Source: an optimization exercise on an open RTL-to-GDS flow (aim: small area, a short achievable clock period and few clock cycles per item). Production flows keep margins and buffers that such runs may drop.
Function was checked by simulation only, so behaviour that the tests miss may differ from the original.

==> inputs of v15 <==
## cle_loop
module cle_loop (
    input  wire        clk,
    input  wire        rst,
    input  wire        cfg_we,
    input  wire [6:0]  cfg_addr,
    input  wire [31:0] cfg_wdata,
    input  wire        ev_start,
    input  wire [31:0] ev_y,
    input  wire        ev_y_valid,
    output wire        ready,
    output wire        res_valid,
    output wire [31:0] res_u,
    output wire [31:0] res_rw,
    output wire        res_clamped,
    output wire        res_input_bad,
    output wire        res_ramping,
    output wire        res_int,
    output wire        res_limit
);
==> flow/config.mk <==
export PLATFORM = sky130hd
export DESIGN_NAME = cle_loop
export DESIGN_NICKNAME = cle_loop
export VERILOG_FILES = /design/flow/design.v
export SDC_FILE = /design/flow/constraint.sdc
export NUM_CORES = 8
export LEC_CHECK = 0
export ABC_AREA = 1
export CAP_MARGIN = 20
export CORE_MARGIN = 2
export CORE_UTILIZATION = 46
export SLEW_MARGIN = 20
export SYNTH_HIERARCHICAL = 1
==> flow/constraint.sdc <==
create_clock -name core_clock -period 30.0 [get_ports {clk}]
set_input_delay 6.0000 -clock core_clock [delete_from_list [all_inputs] [get_ports {clk}]]
set_output_delay 6.0000 -clock core_clock [all_outputs]
set_load 0.01 [all_outputs]
run.sh (not shown) runs the stock make flow with config.mk's settings and CLKGATE_MAP_FILE= SYNTH_SCRIPT=/design/flow/synth_recipe.tcl, a recipe that flattens the netlist after the stock synthesis.
==> inputs of v19, as changes to v15 <==
--- a/flow/design.v
+++ b/flow/design.v
@@ -85,14 +85,15 @@
     endfunction
     reg signed [31:0] cb0 [0:7];
     reg signed [31:0] cb1 [0:7];
     reg signed [31:0] cb2 [0:7];
     reg signed [31:0] ca1 [0:7];
     reg signed [31:0] ca2 [0:7];
     reg        [3:0]  csh [0:7];
+    reg        [7:0]  a1_i, a2_z, b2_z;  
     reg        [3:0]  nsec;
     reg               soft_en, invert;
     reg signed [31:0] out_min, out_max;
     reg        [31:0] slew, ramp;
     reg        [15:0] lim_n;
     reg signed [31:0] setpoint;
     reg               mode_auto;
@@ -135,22 +136,21 @@
     reg signed [31:0] u_st;          
     reg               st, st_cl;     
     reg               bg1_v, bg1_last, bg2_v, bg2_last;
     reg        [2:0]  bg1_sec, bg2_sec;
     reg signed [31:0] c1_r, c2_r, c3_r, c4_r;
     reg signed [39:0] xb, pb, s1e_b, s1e_c;
     reg signed [39:0] t1_r, t2_r, p1_r, p2_r;
-    reg               aw_en_r, aw_lt_r, aw_gt_r;
+    reg               aw_en_r;
+    reg signed [31:0] ur_r;          
     assign ready     = ready_r;
     assign res_valid = rvalid;
     wire [3:0] last_idx = nsec - 4'd1;
-    wire       is_int   = (nsec != 4'd0) &&
-                          (ca1[last_idx[2:0]] == 32'hC000_0000) &&
-                          (ca2[last_idx[2:0]] == 32'd0) &&
-                          (cb2[last_idx[2:0]] == 32'd0);
+    wire       is_int   = (nsec != 4'd0) && a1_i[last_idx[2:0]] && a2_z[last_idx[2:0]] &&
+                          b2_z[last_idx[2:0]];
     wire signed [31:0] rw_tgt;
     wire               rw_is_y;
     cle_rwt u_rwt (.setpoint(setpoint), .rw(rw), .ramp(ramp), .auto(mode_auto), .soft_en(soft_en),
                    .soft_pending(soft_pending), .rwt(rw_tgt), .rwy(rw_is_y));
     wire signed [39:0] x0;
     wire signed [31:0] rw_next;
     cle_x0 u_x0 (.rwt(rw_tgt), .y(ev_y), .inv(invert), .rwy(rw_is_y), .x0(x0), .rw_next(rw_next));
@@ -165,23 +165,24 @@
     wire signed [39:0] s1c    = byp_r ? s1w_r : s1c_r;
     wire signed [39:0] e_in   = fast ? s1c : 40'sd0;
     wire signed [39:0] t_sat  = sat41({trk_t[39], trk_t});
     wire signed [41:0] t_lo   = {{2{trk_t[39]}}, trk_t} - {2'b00, SMAX};
     wire signed [41:0] t_hi   = {{2{trk_t[39]}}, trk_t} + {2'b00, SMAX};
     wire               t_pos  = !trk_t[39] && (trk_t != 40'sd0);
     wire               t_neg  = trk_t[39];
-    wire signed [39:0] t_x    = shsat({t_sat[39], t_sat}, sh_l);
+    wire [39:0]        t_msk  = ~((40'd1 << sh_l) - 40'd1);
+    wire signed [39:0] t_x    = (m_c_r == 32'sh8000_0000) ? SMIN : ({m_c_r, 8'd0} & t_msk);
     wire signed [41:0] v;
     wire signed [39:0] x_d, p_d;
     wire               done1, toslow;
     cle_chain u_ch (.bone(bctl[15:0]), .btwo(bctl[31:16]), .bneg(bctl[47:32]),
                     .x(x), .e(e_in), .sh(shc), .trk(trk_r), .t_x(t_x), .t_sat(t_sat),
                     .t_lo(t_lo), .t_hi(t_hi), .t_pos(t_pos), .t_neg(t_neg),
                     .first(first), .safe(safe), .ld0(x0_ld), .x0(x0), .lds(slow3), .x_s(x_s),
-                    .ldp(slow2), .pre_s(pre_s),
+                    .ldp(slow2), .pre_s(pre_s), .hold(!busy),
                     .v(v), .x_d(x_d), .p_d(p_d), .done1(done1), .toslow(toslow));
     wire signed [39:0] b_s   = sat42(r_r);
     wire signed [40:0] d_s   = {trk_t[39], trk_t} - {b_s[39], b_s};
     wire signed [39:0] t_s   = sat41(d_s);
     wire signed [39:0] a_s   = strk ? t_s : s1c;
     wire signed [39:0] pre_s = sat41({b_s[39], b_s} + {a_s[39], a_s});
     wire signed [39:0] x_s   = shsat({pb[39], pb}, shc);
@@ -194,22 +195,22 @@
     wire signed [39:0] t1, t2, p1, p2;
     cle_bgm u_m1 (.c(c1_r), .x(xb), .p(t1));
     cle_bgm u_m2 (.c(c2_r), .x(xb), .p(t2));
     cle_bgm u_m3 (.c(c3_r), .x(pb), .p(p1));
     cle_bgm u_m4 (.c(c4_r), .x(pb), .p(p2));
     wire signed [39:0] s1w, s2n;
     cle_bg2 u_bg2 (.t1(t1_r), .p1(p1_r), .t2(t2_r), .p2(p2_r), .s2o(s2[bg2_sec]),
-                   .s1e(s1e_c), .aw_en(bg2_last && aw_en_r), .aw_lt(aw_lt_r), .aw_gt(aw_gt_r),
+                   .s1e(s1e_c), .aw_en(bg2_last && aw_en_r), .u(u_prev), .u_raw(ur_r),
                    .s1w(s1w), .s2n(s2n));
     wire signed [31:0] u_new;
-    wire               clamped, u_lt, u_gt;
+    wire               clamped;
     cle_out u_out (.u_raw(xo), .u_rawm(xm), .out_min(out_min), .out_max(out_max), .slo(slo_r), .shi(shi_r),
                    .slew_nz(slew_nz), .u_lo(u_lo), .u_hi(u_hi), .lo_slo(lo_slo), .lo_shi(lo_shi),
                    .hi_slo(hi_slo), .hi_shi(hi_shi), .u_st(u_st), .st(st), .st_cl(st_cl), .m_c(m_c_r),
-                   .u(u_new), .clamped(clamped), .u_lt(u_lt), .u_gt(u_gt));
+                   .u(u_new), .clamped(clamped));
     assign res_u         = u_new;
     assign res_clamped   = clamped;
     assign res_limit     = clamped && lim_hit_r;
     assign res_rw        = rw;
     assign res_input_bad = bad;
     assign res_ramping   = ramping_r;
     assign res_int       = int_r;
@@ -233,17 +234,17 @@
     wire signed [39:0] s2d = st_clr ? 40'sd0 : s2n;
     integer i;
     always @(posedge clk) begin
         for (i = 0; i < 8; i = i + 1) begin
             if (sec_wr && (rst || cfg_addr[5:3] == i)) begin
                 if (rst || cfg_addr[2:0] == 3'd0) cb0[i] <= wd;
                 if (rst || cfg_addr[2:0] == 3'd1) cb1[i] <= wd;
-                if (rst || cfg_addr[2:0] == 3'd2) cb2[i] <= wd;
-                if (rst || cfg_addr[2:0] == 3'd3) ca1[i] <= wd;
-                if (rst || cfg_addr[2:0] == 3'd4) ca2[i] <= wd;
+                if (rst || cfg_addr[2:0] == 3'd2) begin cb2[i] <= wd; b2_z[i] <= (wd == 32'd0); end
+                if (rst || cfg_addr[2:0] == 3'd3) begin ca1[i] <= wd; a1_i[i] <= (wd == 32'hC000_0000); end
+                if (rst || cfg_addr[2:0] == 3'd4) begin ca2[i] <= wd; a2_z[i] <= (wd == 32'd0); end
                 if (rst || cfg_addr[2:0] == 3'd5) csh[i] <= wd[3:0];
             end
             if (st_clr || (bg2_v && bg2_sec == i)) begin
                 s1[i] <= s1d;
                 s2[i] <= s2d;
             end
         end
@@ -281,16 +282,15 @@
         lim_hit_r <= (lim_n != 16'd0) && lim_armed && (lim_cnt + 16'd1 == lim_n);
         bctl      <= benc(b0n);
         b0_eq3    <= (b0n[31:29] == 3'b000) || (b0n[31:29] == 3'b111);
         b0_eq2    <= (b0n[31] == b0n[30]);
         last_r    <= last_n;
         trk_r     <= !mode_auto && is_int && last_n;
         aw_en_r   <= mode_auto && int_r;
-        aw_lt_r   <= u_lt;
-        aw_gt_r   <= u_gt;
+        ur_r      <= xm;
         c1_r      <= cb1[sec];
         c2_r      <= cb2[sec];
         c3_r      <= ca1[sec];
         c4_r      <= ca2[sec];
         t1_r      <= t1;
         t2_r      <= t2;
         p1_r      <= p1;
@@ -302,18 +302,17 @@
             xb       <= x;
             s1e_b    <= s1c;
             bg1_sec  <= sec;
             bg1_last <= last_r;
             r_r      <= v;
             strk     <= trk_r;
         end
-        if ((first && safe) || slow3 || x0_ld) begin
+        if ((first && safe) || slow3 || x0_ld)
             x  <= x_d;
-            xo <= x_d[39:8];
-        end
+        xo        <= x_d[39:8];           
         if ((first && safe && last_r) || slow3 || x0_ld)
             xm <= x_d[39:8];
         if ((first && safe) || slow2)
             pb <= p_d;
         s1c_r     <= st_clr ? 40'sd0 : s1[ssel];
         s1w_r     <= s1w;
         byp_r     <= !st_clr && bg2_v && (bg2_sec == ssel);
@@ -438,15 +437,15 @@
     input  wire signed [39:0] e,
     input  wire        [3:0]  sh,
     input  wire               trk,
     input  wire signed [39:0] t_x, t_sat,
     input  wire signed [41:0] t_lo, t_hi,
     input  wire               t_pos, t_neg,
     input  wire               first, safe,
-    input  wire               ld0, lds, ldp,
+    input  wire               ld0, lds, ldp, hold,
     input  wire signed [39:0] x0, x_s, pre_s,
     output wire signed [41:0] v,
     output wire signed [39:0] x_d, p_d,
     output wire               done1, toslow
 );
     localparam signed [39:0] SMAX = 40'sh7F_FFFF_FFFF;
     localparam signed [39:0] SMIN = -40'sh7F_FFFF_FFFF;
@@ -515,15 +514,15 @@
             clamp32 = v;
     endfunction
     wire [71:0] s, k;
     cle_mul_ch u_mul (.bone(bone), .btwo(btwo), .bneg(bneg), .x(x), .e(e), .s(s), .k(k));
     wire [71:0] q = s + k;
     assign v = q[71:30];
     wire miss = trk && ((t_pos && (v < t_lo)) || (t_neg && (v > t_hi)));
-    assign x_d    = ld0 ? x0 : (lds ? x_s : (trk ? t_x : shsat(v[40:0], sh)));
+    assign x_d    = ld0 ? x0 : (lds ? x_s : (hold ? x : (trk ? t_x : shsat(v[40:0], sh))));
     assign p_d    = ldp ? pre_s : (trk ? t_sat : sat42(v));
     assign done1  = first && safe && !miss;
     assign toslow = first && (!safe || miss);
 endmodule
 module cle_bgm (
     input  wire signed [31:0] c,
     input  wire signed [39:0] x,
@@ -641,15 +640,16 @@
     endfunction
     wire [71:0] s, k;
     cle_mul u_mul (.c(c), .x(x), .s(s), .k(k));
     assign p = sat42(cpa_hi(s, k));
 endmodule
 module cle_bg2 (
     input  wire signed [39:0] t1, p1, t2, p2, s2o, s1e,
-    input  wire               aw_en, aw_lt, aw_gt,
+    input  wire               aw_en,
+    input  wire signed [31:0] u, u_raw,
     output wire signed [39:0] s1w, s2n
 );
     localparam signed [39:0] SMAX = 40'sh7F_FFFF_FFFF;
     localparam signed [39:0] SMIN = -40'sh7F_FFFF_FFFF;
     function automatic signed [39:0] sat42(input signed [41:0] v);
         reg pos, neg;
         begin
@@ -717,29 +717,29 @@
     wire signed [40:0] dd   = {t1[39], t1} - {p1[39], p1};
     wire               dpos = ~dd[40] & dd[39];
     wire               dneg = dd[40] & (~dd[39] | ~(|dd[38:0]));
     wire signed [41:0] c0   = {{2{t1[39]}}, t1} - {{2{p1[39]}}, p1} + {{2{s2o[39]}}, s2o};
     wire signed [40:0] c1   = {s2o[39], s2o} + {1'b0, SMAX};
     wire signed [40:0] c2   = {s2o[39], s2o} + {1'b1, SMIN};
     wire signed [39:0] s1n  = dpos ? sat41(c1) : (dneg ? sat41(c2) : sat42(c0));
-    wire               aw   = aw_en && ((aw_lt && (s1n > s1e)) || (aw_gt && (s1n < s1e)));
+    wire               aw   = aw_en && (((u < u_raw) && (s1n > s1e)) || ((u > u_raw) && (s1n < s1e)));
     assign s1w = aw ? s1e : s1n;
     assign s2n = sat41({t2[39], t2} - {p2[39], p2});
 endmodule
 module cle_out (
     input  wire signed [31:0] u_raw, u_rawm, out_min, out_max,
     input  wire signed [33:0] slo, shi,
     input  wire               slew_nz,
     input  wire signed [31:0] u_lo, u_hi,
     input  wire               lo_slo, lo_shi, hi_slo, hi_shi,
     input  wire signed [31:0] u_st,
     input  wire               st, st_cl,
     input  wire signed [31:0] m_c,
     output wire signed [31:0] u,
-    output wire               clamped, u_lt, u_gt
+    output wire               clamped
 );
     wire signed [33:0] ur_w   = {{2{u_raw[31]}}, u_raw};
     wire               lt_min = (u_raw < out_min);
     wire               gt_max = (u_raw > out_max);
     wire               raw_lo = slew_nz && (ur_w < slo);
     wire               raw_hi = slew_nz && (ur_w > shi);
     wire               eq_slo = (u_raw == slo[31:0]);
@@ -752,16 +752,14 @@
     wire               o_raw  = !st && !lt_min && !gt_max && !raw_lo && !raw_hi;
     assign u       = ({32{st}} & u_st) | ({32{o_lo}} & u_lo) | ({32{o_hi}} & u_hi) |
                      ({32{o_slo}} & slo[31:0]) | ({32{o_shi}} & shi[31:0]) | ({32{o_raw}} & u_rawm);
     assign clamped = (st && st_cl && !eq_mc) ||
                      (o_lo && (lo_slo ? !eq_slo : (lo_shi ? !eq_shi : 1'b1))) ||
                      (o_hi && (hi_slo ? !eq_slo : (hi_shi ? !eq_shi : 1'b1))) ||
                      (o_slo && !eq_slo) || (o_shi && !eq_shi);
-    assign u_lt    = (u < u_raw);
-    assign u_gt    = (u > u_raw);
 endmodule
 module cle_mul_ch (
     input [15:0] bone,
     input [15:0] btwo,
     input [15:0] bneg,
     input [39:0] x,
     input [39:0] e,
==> flow/flow/run.sh (new file) <==
#!/bin/bash
# The standard layout (standard synthesis, floorplan, placement, CTS, routing) with ORFS's
# repair_timing asked for more setup slack than the 30 ns clock needs, so that it sizes and
# buffers the design's critical paths.  The clock, SDC and everything else are the standard flow's.
set -euo pipefail
bash standard.sh SETUP_SLACK_MARGIN=21 TNS_END_PERCENT=10 finish > flow_make.log 2>&1
==> flow/standard.sh (new file) <==
#!/bin/bash
# synth_recipe.tcl (not shown) runs the flow's synth.tcl, then flattens the netlist and writes it again
# the make line also repeats each setting of config.mk as NAME=value (left out here)
make -C /OpenROAD-flow-scripts/flow DESIGN_CONFIG=/design/flow/config.mk WORK_HOME=/design/flow/orfs CLKGATE_MAP_FILE= SYNTH_SCRIPT=/design/flow/synth_recipe.tcl "${@:-finish}"
removed: flow/run.sh
==> inputs of v10, as changes to v15 <==
--- a/flow/design.v
+++ b/flow/design.v
@@ -85,14 +85,15 @@
     endfunction
     reg signed [31:0] cb0 [0:7];
     reg signed [31:0] cb1 [0:7];
     reg signed [31:0] cb2 [0:7];
     reg signed [31:0] ca1 [0:7];
     reg signed [31:0] ca2 [0:7];
     reg        [3:0]  csh [0:7];
+    reg        [7:0]  a1_i, a2_z, b2_z;  
     reg        [3:0]  nsec;
     reg               soft_en, invert;
     reg signed [31:0] out_min, out_max;
     reg        [31:0] slew, ramp;
     reg        [15:0] lim_n;
     reg signed [31:0] setpoint;
     reg               mode_auto;
@@ -139,18 +140,16 @@
     reg signed [31:0] c1_r, c2_r, c3_r, c4_r;
     reg signed [39:0] xb, pb, s1e_b, s1e_c;
     reg signed [39:0] t1_r, t2_r, p1_r, p2_r;
     reg               aw_en_r, aw_lt_r, aw_gt_r;
     assign ready     = ready_r;
     assign res_valid = rvalid;
     wire [3:0] last_idx = nsec - 4'd1;
-    wire       is_int   = (nsec != 4'd0) &&
-                          (ca1[last_idx[2:0]] == 32'hC000_0000) &&
-                          (ca2[last_idx[2:0]] == 32'd0) &&
-                          (cb2[last_idx[2:0]] == 32'd0);
+    wire       is_int   = (nsec != 4'd0) && a1_i[last_idx[2:0]] && a2_z[last_idx[2:0]] &&
+                          b2_z[last_idx[2:0]];
     wire signed [31:0] rw_tgt;
     wire               rw_is_y;
     cle_rwt u_rwt (.setpoint(setpoint), .rw(rw), .ramp(ramp), .auto(mode_auto), .soft_en(soft_en),
                    .soft_pending(soft_pending), .rwt(rw_tgt), .rwy(rw_is_y));
     wire signed [39:0] x0;
     wire signed [31:0] rw_next;
     cle_x0 u_x0 (.rwt(rw_tgt), .y(ev_y), .inv(invert), .rwy(rw_is_y), .x0(x0), .rw_next(rw_next));
@@ -165,15 +164,16 @@
     wire signed [39:0] s1c    = byp_r ? s1w_r : s1c_r;
     wire signed [39:0] e_in   = fast ? s1c : 40'sd0;
     wire signed [39:0] t_sat  = sat41({trk_t[39], trk_t});
     wire signed [41:0] t_lo   = {{2{trk_t[39]}}, trk_t} - {2'b00, SMAX};
     wire signed [41:0] t_hi   = {{2{trk_t[39]}}, trk_t} + {2'b00, SMAX};
     wire               t_pos  = !trk_t[39] && (trk_t != 40'sd0);
     wire               t_neg  = trk_t[39];
-    wire signed [39:0] t_x    = shsat({t_sat[39], t_sat}, sh_l);
+    wire [39:0]        t_msk  = ~((40'd1 << sh_l) - 40'd1);
+    wire signed [39:0] t_x    = (m_c_r == 32'sh8000_0000) ? SMIN : ({m_c_r, 8'd0} & t_msk);
     wire signed [41:0] v;
     wire signed [39:0] x_d, p_d;
     wire               done1, toslow;
     cle_chain u_ch (.bone(bctl[15:0]), .btwo(bctl[31:16]), .bneg(bctl[47:32]),
                     .x(x), .e(e_in), .sh(shc), .trk(trk_r), .t_x(t_x), .t_sat(t_sat),
                     .t_lo(t_lo), .t_hi(t_hi), .t_pos(t_pos), .t_neg(t_neg),
                     .first(first), .safe(safe), .ld0(x0_ld), .x0(x0), .lds(slow3), .x_s(x_s),
@@ -233,17 +233,17 @@
     wire signed [39:0] s2d = st_clr ? 40'sd0 : s2n;
     integer i;
     always @(posedge clk) begin
         for (i = 0; i < 8; i = i + 1) begin
             if (sec_wr && (rst || cfg_addr[5:3] == i)) begin
                 if (rst || cfg_addr[2:0] == 3'd0) cb0[i] <= wd;
                 if (rst || cfg_addr[2:0] == 3'd1) cb1[i] <= wd;
-                if (rst || cfg_addr[2:0] == 3'd2) cb2[i] <= wd;
-                if (rst || cfg_addr[2:0] == 3'd3) ca1[i] <= wd;
-                if (rst || cfg_addr[2:0] == 3'd4) ca2[i] <= wd;
+                if (rst || cfg_addr[2:0] == 3'd2) begin cb2[i] <= wd; b2_z[i] <= (wd == 32'd0); end
+                if (rst || cfg_addr[2:0] == 3'd3) begin ca1[i] <= wd; a1_i[i] <= (wd == 32'hC000_0000); end
+                if (rst || cfg_addr[2:0] == 3'd4) begin ca2[i] <= wd; a2_z[i] <= (wd == 32'd0); end
                 if (rst || cfg_addr[2:0] == 3'd5) csh[i] <= wd[3:0];
             end
             if (st_clr || (bg2_v && bg2_sec == i)) begin
                 s1[i] <= s1d;
                 s2[i] <= s2d;
             end
         end
==> flow/flow/run.sh (new file) <==
#!/bin/bash
# The standard layout (standard synthesis, floorplan, placement, CTS, routing) with ORFS's
# repair_timing asked for more setup slack than the 30 ns clock needs, so that it sizes and
# buffers the design's critical paths.  The clock, SDC and everything else are the standard flow's.
set -euo pipefail
bash standard.sh SETUP_SLACK_MARGIN=21 TNS_END_PERCENT=10 finish > flow_make.log 2>&1
==> flow/standard.sh (new file) <==
#!/bin/bash
# synth_recipe.tcl (not shown) runs the flow's synth.tcl, then flattens the netlist and writes it again
# the make line also repeats each setting of config.mk as NAME=value (left out here)
make -C /OpenROAD-flow-scripts/flow DESIGN_CONFIG=/design/flow/config.mk WORK_HOME=/design/flow/orfs CLKGATE_MAP_FILE= SYNTH_SCRIPT=/design/flow/synth_recipe.tcl "${@:-finish}"
removed: flow/run.sh
==> flow_summary.yaml <==
outcome:
  status: "timing/DRC/antenna clean"
logic_synthesis:
  synth-compound-area-share_pct: 13.5
  synth_commonest_cells: "8338 x nand2_1, 5302 x inv_1, 3565 x xor2_1"
timing:
  fin_hold_ws_ns: 0.303
final_layout:
  signal_buffers: 1380
  post-route-util_pct: 50.2
  final_layout_size_suffix_gt1_share_pct: 9.53
setup_path:
  worst_path_max_delay_cell: "edfxtp_1"
placement:
  pre_cts_ws_ns: 19.05
the above is filed under v10

==> flow_summary.yaml <==
logic_synthesis:
  synth-compound-area-share_pct: 14.3
  netlist.area_leader.share_pct: 21.7
  synth_commonest_cells: "8216 x nand2_1, 5353 x inv_1, 3569 x xor2_1"
final_layout:
  n_all_inverters: 5622
  final_layout_size_suffix_gt1_share_pct: 7.03
  clockBufferCount: 514
die:
  die_x_um: 855
  fp.dieH_um: 855
drt:
  vias: 304000
placement:
  pre_cts_ws_ns: 18.26
outcome:
  status: "timing/DRC/antenna clean"
the above is filed under v15

==> flow_summary.yaml <==
clock_network:
  clk_pin_slew_ns: 0.06
  cts_tree: "built"
final_layout:
  final_layout_size_suffix_gt1_share_pct: 8.63
  signal_buffers: 1259
  post-route-util_pct: 50.0
logic_synthesis:
  synth_area_per_cell_um2: 8.37
  synthArstFlopShare_pct: 0
  synth-compound-area-share_pct: 13.7
  synth_commonest_cells: "8314 x nand2_1, 5229 x inv_1, 3570 x xor2_1"
die:
  fp.dieH_um: 853
timing:
  maxSlewHeadroom_pct: 3.35
  fin_hold_ws_ns: 0.326
setup_path:
  worst_path_max_delay_cell: "edfxtp_1"
outcome:
  status: "timing/DRC/antenna clean"
placement:
  portBuffers: 146
the above is filed under v19

Testbench counts of v15, summed over its fixed seeds: cycles 15,146, evals 2,304.
Testbench counts of v19, summed over its fixed seeds: cycles 15,146, evals 2,304.
Testbench counts of v10, summed over its fixed seeds: cycles 15,146, evals 2,304.

-- what the ideal ports hide --
Ports are ideal in the flow. The routed layouts listed here were re-timed in OpenROAD.
Step 1 (the two cells are an assumption about what drives the block):
set clk [get_ports {clk}]
set_driving_cell -lib_cell sky130_fd_sc_hd__clkbuf_16 $clk
set_driving_cell -lib_cell sky130_fd_sc_hd__buf_2 [delete_from_list [all_inputs] $clk]
Step 2 times the ports against the registers' clock, not the clock port: input delays grow and output delays shrink by t, the midpoint of the rising clock arrivals with the driver on.
a / b / c = no drivers / after step 1 / after step 2; a / b = the first two.
run | t, ns | setup WS [ns] | hold slack, ns
v15 | 1.220 | 16.996 / 16.844 / 18.064 | 0.317 / 0.317 / 0.317
v19 | 1.206 | 19.826 / 19.682 / 19.764 | 0.326 / 0.326 / 0.326
v10 | 1.200 | 19.740 / 19.584 / 20.047 | 0.303 / 0.303 / 0.303
After both steps setup and hold are still met in every run listed. For v19, which loses most, drivers alone change the setup slack by -0.144 ns; drivers and shift together by -0.062 ns.
